Context: an optimization exercise on an open-source flow, tuned for small area and a short achievable clock period. The choices shown serve that exercise and are no tape-out recipe. Power is estimated from default activity; no workload was simulated.

==> module dec_addsub, before the edit <==
module dec_addsub (
    input  wire         clk,
    input  wire         rst,
    input  wire         in_valid,
    input  wire [1:0]   in_op,
    input  wire [127:0] in_a,
    input  wire [127:0] in_b,
    output reg          out_valid,
    output wire [127:0] out_result,
    output wire [1:0]   out_cmp,
    output wire         out_ovf,
    output wire         out_dec_data
);
    localparam ND = 31;
    function valid_operand;
        input [127:0] x;
        integer k;
        begin
            valid_operand = (x[3:0] == 4'hc) || (x[3:0] == 4'hd) || (x[3:0] == 4'hf);
            for (k = 1; k <= ND; k = k + 1)
                if (x[4*k+3] & (x[4*k+2] | x[4*k+1])) valid_operand = 1'b0;
        end
    endfunction
    wire data_err = !valid_operand(in_a) || !valid_operand(in_b);
    wire sa  = (in_a[3:0] == 4'hd);
    wire sb  = (in_b[3:0] == 4'hd);
    wire sub = sa ^ sb ^ (in_op[0] | in_op[1]);
    wire [ND-1:0] g, p;
    wire [3:0]    s0 [0:ND-1];
    genvar k;
    generate
        for (k = 0; k < ND; k = k + 1) begin : dig
            wire [3:0] a = in_a[4*k+4 +: 4];
            wire [3:0] b = in_b[4*k+4 +: 4];
            wire [3:0] bb = {sub ? ~(b[3] | b[2] | b[1]) : b[3],
                             b[2] ^ (sub & b[1]), b[1], b[0] ^ sub};
            wire [4:0] z;
            wire [4:1] cy;
            assign z[0]  = a[0] ^ bb[0];
            assign cy[1] = a[0] & bb[0];
            assign z[1]  = a[1] ^ bb[1] ^ cy[1];
            assign cy[2] = (a[1] & bb[1]) | (a[1] & cy[1]) | (bb[1] & cy[1]);
            assign z[2]  = a[2] ^ bb[2] ^ cy[2];
            assign cy[3] = (a[2] & bb[2]) | (a[2] & cy[2]) | (bb[2] & cy[2]);
            assign z[3]  = a[3] ^ bb[3] ^ cy[3];
            assign cy[4] = (a[3] & bb[3]) | (a[3] & cy[3]) | (bb[3] & cy[3]);
            assign z[4]  = cy[4];
            assign g[k] = z[4] | (z[3] & (z[2] | z[1]));             
            assign p[k] = z[3] & z[0] & !z[2] & !z[1] & !z[4];       
            assign s0[k] = {z[3] ^ (g[k] & (z[2] | z[1])), z[2] ^ (g[k] & !z[1]),
                            z[1] ^ g[k], z[0]};
        end
    endgenerate
    wire [ND-1:0] gl [0:5];
    wire [ND-1:0] pl [0:5];
    assign gl[0] = g;
    assign pl[0] = p;
    genvar l, i;
    generate
        for (l = 0; l < 5; l = l + 1) begin : lev
            for (i = 0; i < ND; i = i + 1) begin : node
                if ((i >> l) & 1) begin : comb
                    localparam integer J = ((i >> l) << l) - 1;
                    assign gl[l+1][i] = gl[l][i] | (pl[l][i] & gl[l][J]);
                    assign pl[l+1][i] = pl[l][i] & pl[l][J];
                end else begin : pass
                    assign gl[l+1][i] = gl[l][i];
                    assign pl[l+1][i] = pl[l][i];
                end
            end
        end
    endgenerate
    wire [ND-1:0] G = gl[5];
    wire [ND-1:0] P = pl[5];
    wire cout = G[ND-1];
    wire cin  = sub & cout;            
    wire [ND-1:0] c = {G[ND-2:0] | (P[ND-2:0] & {(ND-1){cin}}), cin};
    function [3:0] inc_digit;
        input [3:0] d;
        input ci;
        begin
            inc_digit[0] = d[0] ^ ci;
            inc_digit[1] = d[1] ^ (ci & d[0] & !d[3]);
            inc_digit[2] = d[2] ^ (ci & d[0] & d[1]);
            inc_digit[3] = d[3] ^ (ci & d[0] & (d[3] | (d[2] & d[1])));
        end
    endfunction
    reg [123:0] r_dig;
    reg         r_inv, r_neg, r_ovf, r_dd;
    integer n;
    always @(posedge clk) begin
        for (n = 0; n < ND; n = n + 1)
            r_dig[4*n +: 4] <= inc_digit(s0[n], c[n]);
        r_inv <= sub & !cout;
        r_neg <= sa ^ (sub & !cout);
        r_ovf <= !sub & cout;
        r_dd  <= data_err;
    end
    always @(posedge clk)
        out_valid <= in_valid & !rst;
    function [3:0] nine_comp;
        input [3:0] d;
        input inv;
        begin
            nine_comp[0] = d[0] ^ inv;
            nine_comp[1] = d[1];
            nine_comp[2] = d[2] ^ (inv & d[1]);
            nine_comp[3] = inv ? !(d[3] | d[2] | d[1]) : d[3];
        end
    endfunction
    reg [123:0] mag;
    reg         all0, all9;
    always @* begin
        all0 = 1'b1;
        all9 = 1'b1;
        for (n = 0; n < ND; n = n + 1) begin
            mag[4*n +: 4] = nine_comp(r_dig[4*n +: 4], r_inv);
            if (r_dig[4*n +: 4] != 4'd0) all0 = 1'b0;
            if (!(r_dig[4*n+3] & r_dig[4*n])) all9 = 1'b0;
        end
    end
    wire zero    = r_inv ? all9 : all0;
    wire nonzero = !zero | r_ovf;
    assign out_result   = {mag, 3'b110, r_neg & !zero};
    assign out_ovf      = r_ovf;
    assign out_cmp      = {r_neg & nonzero, nonzero};
    assign out_dec_data = r_dd;
endmodule
export LEC_CHECK = 0
export ABC_CLOCK_PERIOD_IN_PS = 55000
export CAP_MARGIN = 20
export CORE_MARGIN = 2
export CORE_UTILIZATION = 40
export SLEW_MARGIN = 20
create_clock -name core_clock -period 70.0 [get_ports {clk}]
run.sh (not shown) runs the stock make flow with config.mk's settings and CLKGATE_MAP_FILE= SYNTH_SCRIPT=/design/flow/synth_recipe.tcl, a recipe that flattens the netlist after the stock synthesis.
Then changed:
==> flow/design.v (replaced) <==
module dec_addsub (
    input  wire         clk,
    input  wire         rst,
    input  wire         in_valid,
    input  wire [1:0]   in_op,
    input  wire [127:0] in_a,
    input  wire [127:0] in_b,
    output reg          out_valid,
    output wire [127:0] out_result,
    output wire [1:0]   out_cmp,
    output wire         out_ovf,
    output wire         out_dec_data
);
    localparam ND = 31;
    function valid_operand;
        input [127:0] x;
        integer k;
        begin
            valid_operand = (x[3:0] == 4'hc) || (x[3:0] == 4'hd) || (x[3:0] == 4'hf);
            for (k = 1; k <= ND; k = k + 1)
                if (x[4*k+3] & (x[4*k+2] | x[4*k+1])) valid_operand = 1'b0;
        end
    endfunction
    wire data_err = !valid_operand(in_a) || !valid_operand(in_b);
    wire sa  = (in_a[3:0] == 4'hd);
    wire sb  = (in_b[3:0] == 4'hd);
    wire sub = sa ^ sb ^ (in_op[0] | in_op[1]);
    wire [ND-1:0] g, p;
    wire [4:0]    z [0:ND-1];
    genvar k;
    generate
        for (k = 0; k < ND; k = k + 1) begin : dig
            wire [3:0] a = in_a[4*k+4 +: 4];
            wire [3:0] b = in_b[4*k+4 +: 4];
            wire [3:0] bc = {~(b[3] | b[2] | b[1]), b[2] ^ b[1], b[1], ~b[0]};
            wire [3:0] bb = sub ? bc : b;
            assign z[k] = a + bb;
            assign g[k] = (z[k] > 5'd9);
            assign p[k] = (z[k] == 5'd9);
        end
    endgenerate
    wire [ND-1:0] gl [0:5];
    wire [ND-1:0] pl [0:5];
    assign gl[0] = g;
    assign pl[0] = p;
    genvar l, i;
    generate
        for (l = 0; l < 5; l = l + 1) begin : lev
            for (i = 0; i < ND; i = i + 1) begin : node
                if ((i >> l) & 1) begin : comb
                    localparam integer J = ((i >> l) << l) - 1;
                    assign gl[l+1][i] = gl[l][i] | (pl[l][i] & gl[l][J]);
                    assign pl[l+1][i] = pl[l][i] & pl[l][J];
                end else begin : pass
                    assign gl[l+1][i] = gl[l][i];
                    assign pl[l+1][i] = pl[l][i];
                end
            end
        end
    endgenerate
    wire [ND-1:0] G = gl[5];
    wire [ND-1:0] P = pl[5];
    wire cout = G[ND-1];
    wire cin  = sub & cout;            
    wire [ND-1:0] c = {G[ND-2:0] | (P[ND-2:0] & {(ND-1){cin}}), cin};
    reg [123:0] r_dig;
    reg         r_inv, r_neg, r_ovf, r_dd;
    integer n;
    reg [4:0] t;
    always @(posedge clk) begin
        for (n = 0; n < ND; n = n + 1) begin
            t = z[n] + c[n];
            r_dig[4*n +: 4] <= (t > 5'd9) ? t[3:0] + 4'd6 : t[3:0];
        end
        r_inv <= sub & !cout;
        r_neg <= sa ^ (sub & !cout);
        r_ovf <= !sub & cout;
        r_dd  <= data_err;
    end
    always @(posedge clk)
        out_valid <= in_valid & !rst;
    reg [123:0] mag;
    reg         all0, all9;
    always @* begin
        all0 = 1'b1;
        all9 = 1'b1;
        for (n = 0; n < ND; n = n + 1) begin
            mag[4*n +: 4] = r_inv ? 4'd9 - r_dig[4*n +: 4] : r_dig[4*n +: 4];
            if (r_dig[4*n +: 4] != 4'd0) all0 = 1'b0;
            if (r_dig[4*n +: 4] != 4'd9) all9 = 1'b0;
        end
    end
    wire zero    = r_inv ? all9 : all0;
    wire nonzero = !zero | r_ovf;
    assign out_result   = {mag, 3'b110, r_neg & !zero};
    assign out_ovf      = r_ovf;
    assign out_cmp      = {r_neg & nonzero, nonzero};
    assign out_dec_data = r_dd;
endmodule
Effect: The new run produced a clean layout; routed wire length is higher by 35%; maximum frequency is lower by 1.5%; utilization is lower by 4.1 points; final area is higher by 29%; sequential share of layout area is lower by 3.3 points; hold slack got worse by 0.011 ns; die area is higher by 38%; total power is higher by 31%; area after synthesis is higher by 39%.
No functional check of the RTL was part of any run of this note.

* * *

Another version of the RTL of dec_addsub (not shown whole).
For scale: roughly 130 flip-flops, about 0.013 mm2 of cells after synthesis.
Settings: LEC_CHECK=0, ABC_CLOCK_PERIOD_IN_PS=55000, CAP_MARGIN=20, CORE_MARGIN=2, CORE_UTILIZATION=40, SLEW_MARGIN=20; clock period 70.0 ns.
standard.sh (not shown) runs the stock make flow with config.mk's settings and CLKGATE_MAP_FILE= SYNTH_SCRIPT=/design/flow/synth_recipe.tcl, a recipe that flattens the netlist after the stock synthesis.
==> flow/flow/run.sh <==
#!/bin/bash
# Standard layout, with the smallest buffer on every input and output port,
# timing repair asked for a setup slack of 50.0 ns, and a clock tree of
# clkbuf_8 buffers without dummy loads.
set -euo pipefail
bash standard.sh BUFFER_PORTS_ARGS="-buffer_cell sky130_fd_sc_hd__buf_1" SETUP_SLACK_MARGIN=50.0 \
  CTS_ARGS="-sink_clustering_enable -repair_clock_nets -buf_list sky130_fd_sc_hd__clkbuf_8 -dont_use_dummy_load" \
  finish > standard.log 2>&1
Edit:
--- a/flow/design.v
+++ b/flow/design.v
@@ -14,24 +14,24 @@
     localparam ND = 31;
     function valid_operand;
         input [127:0] x;
         integer k;
         begin
             valid_operand = (x[3:0] == 4'hc) || (x[3:0] == 4'hd) || (x[3:0] == 4'hf);
             for (k = 1; k <= ND; k = k + 1)
                 if (x[4*k+3] & (x[4*k+2] | x[4*k+1])) valid_operand = 1'b0;
         end
     endfunction
     wire data_err = !valid_operand(in_a) || !valid_operand(in_b);
-    wire sa  = in_a[0] & !in_a[1];
-    wire sb  = in_b[0] & !in_b[1];
+    wire sa  = (in_a[3:0] == 4'hd);
+    wire sb  = (in_b[3:0] == 4'hd);
     wire sub = sa ^ sb ^ (in_op[0] | in_op[1]);
     wire [ND-1:0] g, p;
     wire [3:0]    s0 [0:ND-1];
     genvar k;
     generate
         for (k = 0; k < ND; k = k + 1) begin : dig
             wire [3:0] a = in_a[4*k+4 +: 4];
             wire [3:0] b = in_b[4*k+4 +: 4];
             wire [3:0] bb = {sub ? ~(b[3] | b[2] | b[1]) : b[3],
                              b[2] ^ (sub & b[1]), b[1], b[0] ^ sub};
             wire [4:0] z;
@@ -439,51 +439,41 @@
     wire [ND-1:0] c = {G[ND-2:0] | (P[ND-2:0] & {(ND-1){cin}}), cin};
     function [3:0] inc_digit;
         input [3:0] d;
         input ci;
         begin
             inc_digit[0] = d[0] ^ ci;
             inc_digit[1] = d[1] ^ (ci & d[0] & !d[3]);
             inc_digit[2] = d[2] ^ (ci & d[0] & d[1]);
             inc_digit[3] = d[3] ^ (ci & d[0] & (d[3] | (d[2] & d[1])));
         end
     endfunction
+    function [3:0] nine_comp;
+        input [3:0] d;
+        input iv;
+        begin
+            nine_comp[0] = d[0] ^ iv;
+            nine_comp[1] = d[1];
+            nine_comp[2] = d[2] ^ (iv & d[1]);
+            nine_comp[3] = iv ? !(d[3] | d[2] | d[1]) : d[3];
+        end
+    endfunction
+    wire inv = sub & !cout;            
     reg [123:0] r_dig;
-    reg         r_inv, r_neg, r_ovf, r_eq, r_dd;
+    reg         r_neg, r_ovf, r_dd;
     integer n;
     always @(posedge clk) begin
         for (n = 0; n < ND; n = n + 1)
-            r_dig[4*n +: 4] <= inc_digit(s0[n], c[n]);
-        r_inv <= sub & !cout;
-        r_neg <= (sa ^ (sub & !cout)) & !(sub & P[ND-1]);
-        r_eq  <= sub & P[ND-1];        
+            r_dig[4*n +: 4] <= nine_comp(inc_digit(s0[n], c[n]), inv);
+        r_neg <= sa ^ inv;
         r_ovf <= !sub & cout;
         r_dd  <= data_err;
     end
     always @(posedge clk)
         out_valid <= in_valid & !rst;
-    function [3:0] nine_comp;
-        input [3:0] d;
-        input inv;
-        begin
-            nine_comp[0] = d[0] ^ inv;
-            nine_comp[1] = d[1];
-            nine_comp[2] = d[2] ^ (inv & d[1]);
-            nine_comp[3] = inv ? !(d[3] | d[2] | d[1]) : d[3];
-        end
-    endfunction
-    reg [123:0] mag;
-    reg         all0;
-    always @* begin
-        all0 = 1'b1;
-        for (n = 0; n < ND; n = n + 1) begin
-            mag[4*n +: 4] = nine_comp(r_dig[4*n +: 4], r_inv);
-            if (r_dig[4*n +: 4] != 4'd0) all0 = 1'b0;
-        end
-    end
-    wire zero    = r_eq | (!r_inv & all0);
+    wire zero    = (r_dig == 124'd0);
     wire nonzero = !zero | r_ovf;
-    assign out_result   = {mag, 3'b110, r_neg & !zero};
+    assign out_result   = {r_dig, 3'b110, r_neg & !zero};
     assign out_ovf      = r_ovf;
     assign out_cmp      = {r_neg & nonzero, nonzero};
     assign out_dec_data = r_dd;
 endmodule
The new run ran to the end with no violations.
Area after synthesis came out lower by about 0.5%.
Design area came out higher by about 2.4%.
Setup slack loses 99 ps.
Fmax came out lower by 0.50%.
Core utilization came out higher by 1.3 points.
Synthesized cell count came out lower by 1.2%.
Routed wire length came out lower by 0.64%.
Total power came out lower by 3.9%.
Die area came out lower by 0.47%.
Clock-buffer cell count does not change.
Flip-flop and latch count came out lower by 2.
Function was not checked in any run of this note: the RTL went through the layout flow alone.

port drivers added, routing unchanged:
The results above use ideal ports. As a check the final layouts listed here were re-extracted and re-timed, cells and wires unchanged.
Step 1 assumes that a clkbuf_16 drives the clock port and a buf_2 every other input.
Step 2 adds t to the input delays and takes it off the output delays; t is the mean of the earliest and latest rising clock arrival at the registers after step 1. Input paths then give back, and output paths get back, about the clock's delay inside the block.
Three values: ideal ports, drivers, drivers and shift; two values: the first two.
run | t (ns) | slack for setup (ns) | worst setup path at the end | slew at the worst register clock pin (ns) | pins driven straight from the clock port
the first run of note 1 | 0.468 | 48.660 / 48.688 / 48.220 | input to register | 0.07 / 0.07 | 1
the second run of note 1 | 0.473 | 48.332 / 48.359 / 47.887 | input to register | 0.06 / 0.06 | 1
the first run of note 2 | 0.478 | 50.321 / 50.346 / 49.869 | input to register | 0.09 / 0.09 | 1
the second run of note 2 | 0.478 | 50.223 / 50.254 / 49.777 | input to register | 0.09 / 0.09 | 1
After both steps every run listed still meets setup and hold. For the first run of note 2, which loses most, drivers alone change the setup slack by +0.025 ns; drivers and shift together by -0.452 ns.
